From an optimization exercise on the open Yosys and OpenROAD flow, aimed at small area, a short achievable clock period and few clock cycles; shortcuts taken in it are not production practice. Function was checked by simulation only, so behaviour that the tests miss may differ from the original.

**flow/config.mk**
```make
export PLATFORM = sky130hd
export DESIGN_NAME = blk_blend
export DESIGN_NICKNAME = blk_blend
export VERILOG_FILES = /design/flow/design.v
export SDC_FILE = /design/flow/constraint.sdc
export NUM_CORES = 4
export LEC_CHECK = 0
export CAP_MARGIN = 20
export CORE_MARGIN = 2
export CORE_UTILIZATION = 40
export SLEW_MARGIN = 20
```
**flow/constraint.sdc**
```tcl
create_clock -name core_clock -period 14.0 [get_ports {clk}]
set_input_delay 2.8000 -clock core_clock [delete_from_list [all_inputs] [get_ports {clk}]]
set_output_delay 2.8000 -clock core_clock [all_outputs]
set_load 0.01 [all_outputs]
```
**flow/design.v**
```verilog
module blk_blend (
    input  wire        clk,
    input  wire        rst,
    input  wire        in_valid,
    output wire        in_ready,
    input  wire        in_per_pixel,
    input  wire [19:0] in_alpha,
    input  wire [79:0] in_src,
    input  wire [79:0] in_dst,
    output wire        out_valid,
    input  wire        out_ready,
    output wire [79:0] out_pix
);
    localparam [19:0] FULL = 20'd1048575;
    localparam [40:0] HALF = 41'd524287;
    wire advance = !out_valid || out_ready;
    assign in_ready = advance;
    wire [40:0] pp_num = in_src[19:0] * in_alpha + HALF;
    wire [19:0] pp_alpha;
    blk_div_full u_div_a (.num(pp_num), .quo(pp_alpha));
    reg        v1;
    reg [19:0] a1;
    reg [79:0] s1;
    reg [79:0] d1;
    always @(posedge clk) begin
        if (rst) begin
            v1 <= 1'b0;
        end else if (advance) begin
            v1 <= in_valid;
        end
        if (advance) begin
            a1 <= in_per_pixel ? pp_alpha : in_alpha;
            s1 <= in_src;
            d1 <= in_dst;
        end
    end
    wire [19:0] na1 = FULL - a1;
    wire [40:0] sum_r = s1[79:60] * a1 + d1[79:60] * na1 + HALF;
    wire [40:0] sum_g = s1[59:40] * a1 + d1[59:40] * na1 + HALF;
    wire [40:0] sum_b = s1[39:20] * a1 + d1[39:20] * na1 + HALF;
    wire [40:0] sum_a = FULL  * a1     + d1[19:0]  * na1 + HALF;
    reg        v2;
    reg [40:0] r2, g2, b2, al2;
    always @(posedge clk) begin
        if (rst) begin
            v2 <= 1'b0;
        end else if (advance) begin
            v2 <= v1;
        end
        if (advance) begin
            r2  <= sum_r;
            g2  <= sum_g;
            b2  <= sum_b;
            al2 <= sum_a;
        end
    end
    wire [19:0] q_r, q_g, q_b, q_a;
    blk_div_full u_div_r (.num(r2),  .quo(q_r));
    blk_div_full u_div_g (.num(g2),  .quo(q_g));
    blk_div_full u_div_b (.num(b2),  .quo(q_b));
    blk_div_full u_div_al(.num(al2), .quo(q_a));
    reg        v3;
    reg [79:0] p3;
    always @(posedge clk) begin
        if (rst) begin
            v3 <= 1'b0;
        end else if (advance) begin
            v3 <= v2;
        end
        if (advance) begin
            p3 <= {q_r, q_g, q_b, q_a};
        end
    end
    assign out_valid = v3;
    assign out_pix   = p3;
endmodule
module blk_div_full (
    input  wire [40:0] num,
    output wire [19:0] quo
);
    localparam [22:0] FULL1 = 23'd1048575;
    localparam [22:0] FULL2 = 23'd2097150;
    localparam [22:0] FULL3 = 23'd3145725;
    wire [20:0] q0 = num[40:20];
    wire [22:0] r  = {3'b000, num[19:0]} + {2'b00, q0};
    wire [1:0] fix = (r >= FULL3) ? 2'd3 :
                     (r >= FULL2) ? 2'd2 :
                     (r >= FULL1) ? 2'd1 : 2'd0;
    wire [20:0] q = q0 + {19'd0, fix};
    assign quo = q[19:0];
endmodule
```
**flow/run.sh**
```bash
#!/bin/bash
# synth_recipe.tcl (not shown) runs the flow's synth.tcl, then flattens the netlist and writes it again
# the make line also repeats each setting of config.mk as NAME=value (left out here)
make -C /OpenROAD-flow-scripts/flow DESIGN_CONFIG=/design/flow/config.mk WORK_HOME=/design/flow/orfs CLKGATE_MAP_FILE= SYNTH_SCRIPT=/design/flow/synth_recipe.tcl finish
```
==> impl_results.md <==
- Status: finished clean
- Placement Setup Slack: -0.3599 ns
- Synth Area in Adders: 0.5833
- Critical Path Fanout Max: 11
- TritonCTS clock tree: done
- Final setup violation count: 0
- 1st-iter DRT viols: 5,239
- FF+latch count, synth: 407
- Total iterations of the first detailed-routing run: 5
- Final wirelength: 361.5 mm
- Post-Synthesis Net Count: 18,451
- Final hold violations: 0
- Count of buffers from port buffering: 266
- Synth warnings: 1
- Slowest stage delay, CP: 0.55 ns
- Worst slew margin: 0.2488
- Vias: 91,263
- Vias in the first global route: 99,845
- Dpl hpwl: 285.9 mm
- Fmax achieved: around 0.075 GHz
- Worst EP arrival: 13.90 ns
- Critical path's most frequent cell: fa_1
- Mux share of post-synthesis cell area: 0.001255
- Share of layout cells above drive strength 1: 0.03749
- Die Area: 338,600 um^2
- Final WS setup: 0.6208 ns
- Clock root cell: clkbuf_16
- Core Area: 332,900 um^2
- Post-Layout Inst Area: ~140,000 um^2
- Hold Slack: 0.4562 ns
- Overall Global Routing Usage: 0.2221
- H-tree Lvls: 2
- Number of antenna-violating nets in the routed design: 0
- Most common flop cell mapped by yosys: edfxtp_1
- Setup CP Type: in2reg
- Congestion Overflow GR: 0
- Initial antenna violation count: 19
- Synth cell types: 95
- Initial core utilization: 0.4013
- Slew @ Worst Pin: around 1.1 ns
- TritonCTS sink count: 407
- Clk Latency, worst-skew pair: 0.79 ns
- Synth Area in Simple Gates: 0.1482
- I/O Pins: 267
- Clock buffer depth: 3
- Clock Skews: 0.04438 ns
- Max Slew Vio Count: 0
- Asr flop ratio synth: 0
- # nets final: 18,446
- Crit start category: input pin
- Clk pin slew, worst setup/hold paths: 0.06 ns
- Synthesized area: 133,600 um^2
- Commonest non-fill, non-tap cells in the layout: inv_1 (3,474), fa_1 (3,155), nand2_1 (1,705)
- Slowest CP cell: clkdlybuf4s50_1
- Xor/xnor share of the synthesized area: 0.02143
- Final core utilization: 0.4329
- Post-synth EDFFs: 404
- Sequential area share after synthesis: 0.09127
- Number of buffers created by CTS: 59
- First-pass GRT wire length: between 500 and 600 mm
- DP Area: 142,000 um^2
- Synth Area in Compound Gates: 0.03757
- Vias per cell: 4.964
- Chip height: 581.9 um
- Critical Path End Type: flop
- Final min period: between 10 and 15 ns
- # rows: ~210
- Drc violations: 0
- Min-delay worst type: reg2reg
- Worst Path Required: between 10 and 15 ns
- Largest family of logic cells by synthesized area: adder cells
- Die Width: 581.9 um
- Syn Area/Cell: around 9.6 um^2
- P&R area growth vs syn: 7.879%
- Largest net degree at the start of global routing: 113
- Post-DR wirelength/cell: 19.66 um
- Most common cell after layout, fill and taps aside: inv_1
- Fin crit share: 0.9557
- Routability cong.: 0.8637
- Syn Inst Count: 13,932
- Max-cap violations: 0
critical path, delay by kind of cell:
family                   cells  cell delay [ns]
XOR/XNOR                     2             0.33
AO/OA/AOI/OAI               11             1.96
multiplexers                 1             0.26
adder cells (fa/ha/maj)     11             4.66
AND/OR/NAND/NOR             15             2.63
buffers and inverters        8             1.25
cell type report:
type / instances / area (um^2)
repair buffers: 609 / 5515
well taps: 4387 / 5489
clock buffers: 64 / 1495
diodes: 22 / 55.05
inverters: 3488 / 13110
multi-input cells: 9362 / 105800
fillers: 32379 / 188800
clock inverters: 47 / 447.9
flip-flops and latches: 407 / 12190
kinds of logic (layout without fill, tap and decap cells):
kind of cell | after synthesis | count (layout)
adders and majority gates | 4334 | 4334
buffers and inverters | 4163 | 4208
and+or+nand+nor | 3933 | 3933
AOI/OAI and AO/OA | 757 | 757
DFF | 407 | 407
xor gates and xnor gates | 322 | 322
muxes | 16 | 16
other | 0 | 22
worst paths after layout:
kind | slack (ns) | startpoint | cells after the start | endpoint
hold / removal | 0.46 | v2 | 2 | v3
setup reg to reg | 3.34 | a1[0] | 27 | g2[39]
hold reg to reg | 0.46 | v2 | 2 | v3
setup / recovery | 0.62 | in_alpha[8] | 48 | a1[16]
cell usage after synthesis (6+ instances only):
master	n	share of area
nand2b_1	486	0.023
o31a_1	9	0.00059
o21ai_0	123	0.0046
nor2b_1	495	0.023
a41o_1	6	0.00045
xor2_1	102	0.0067
nand2_1	1705	0.048
clkbuf_1	625	0.018
a21boi_0	9	0.00051
nand4_1	37	0.0017
nand3_1	91	0.0034
and2_1	763	0.036
xnor2_1	216	0.014
o21a_1	43	0.0024
edfxtp_1	404	0.091
nor4_1	16	0.00075
fa_1	3155	0.47
o2111ai_1	6	0.00039
a21oi_1	232	0.0087
a21o_1	123	0.0069
inv_1	3482	0.098
ha_1	1179	0.11
or3_1	15	0.00070
a211oi_1	16	0.00090
o21bai_1	45	0.0025
nor3_1	57	0.0021
a31oi_1	23	0.0011
nor2_1	176	0.0049
o31ai_1	9	0.00051
a311oi_1	10	0.00066
buf_1	47	0.0013
and3_1	41	0.0019
or2_2	14	0.00066
mux2_2	6	0.00051
or4_1	6	0.00034
mux2i_1	10	0.00075
o21ai_1	8	0.00030
o211ai_1	16	0.00090
nand3b_1	11	0.00062
repair_timing:
action                     4_1_cts  5_1_grt
hold buffers                     0        0
buffers inserted                 0        3
gates resized for setup          0       14
setup endpoints to repair        0        6
registers in the layout, summed over array words and instances (netlist names):
signal  flops
a1         20
s1         60
p3         80
v3          1
r2         41
g2         41
b2         41
al2        41
d1         80
v2          1
v1          1
per-layer routing:
layer,track usage,part of all wire,vias to the layer above
li1,-,-,40757
met1,0.3013,0.43,47859
met2,0.3767,0.49,2257
met3,0.02525,0.052,384
met4,0.05932,0.031,6
met5,0,0.00011,-
metrics by stage:
stage	TNS, ns	cells
5_1_grt	-0.01042	18375
3_3_place_gp	-1.550	18250
2_1_floorplan	0	13932
3_5_place_dp	-1.708	18250
6_report	0	18386
4_1_cts	0	18361
Testbench counts, summed over its fixed seeds: cycles 12,024.

re-timing with driven ports:
The results above use ideal ports. As a check the final layout listed here was re-extracted and re-timed, cells and wires unchanged. Step 1 sets driving cells, clkbuf_16 on the clock port and buf_2 on the other inputs (assumed; they add their load-dependent delay and slew). Step 2 also shifts input and output timing later by t, the mid clock arrival at the registers, as if the neighbouring blocks saw the same clock. Slacks: no drivers / after step 1 / after step 2; pairs: no drivers / after step 1.
shift t [ns]: 0.865
setup slack, ns: 0.621 / 0.697 / -0.168
worst setup path after step 2: input to register
worst register clock-pin slew, ns: 0.08 / 0.08
With both steps, setup timing fails in this run, where it was met with ideal ports. The setup slack of this run moves by +0.076 ns with the drivers and by -0.789 ns with both steps.
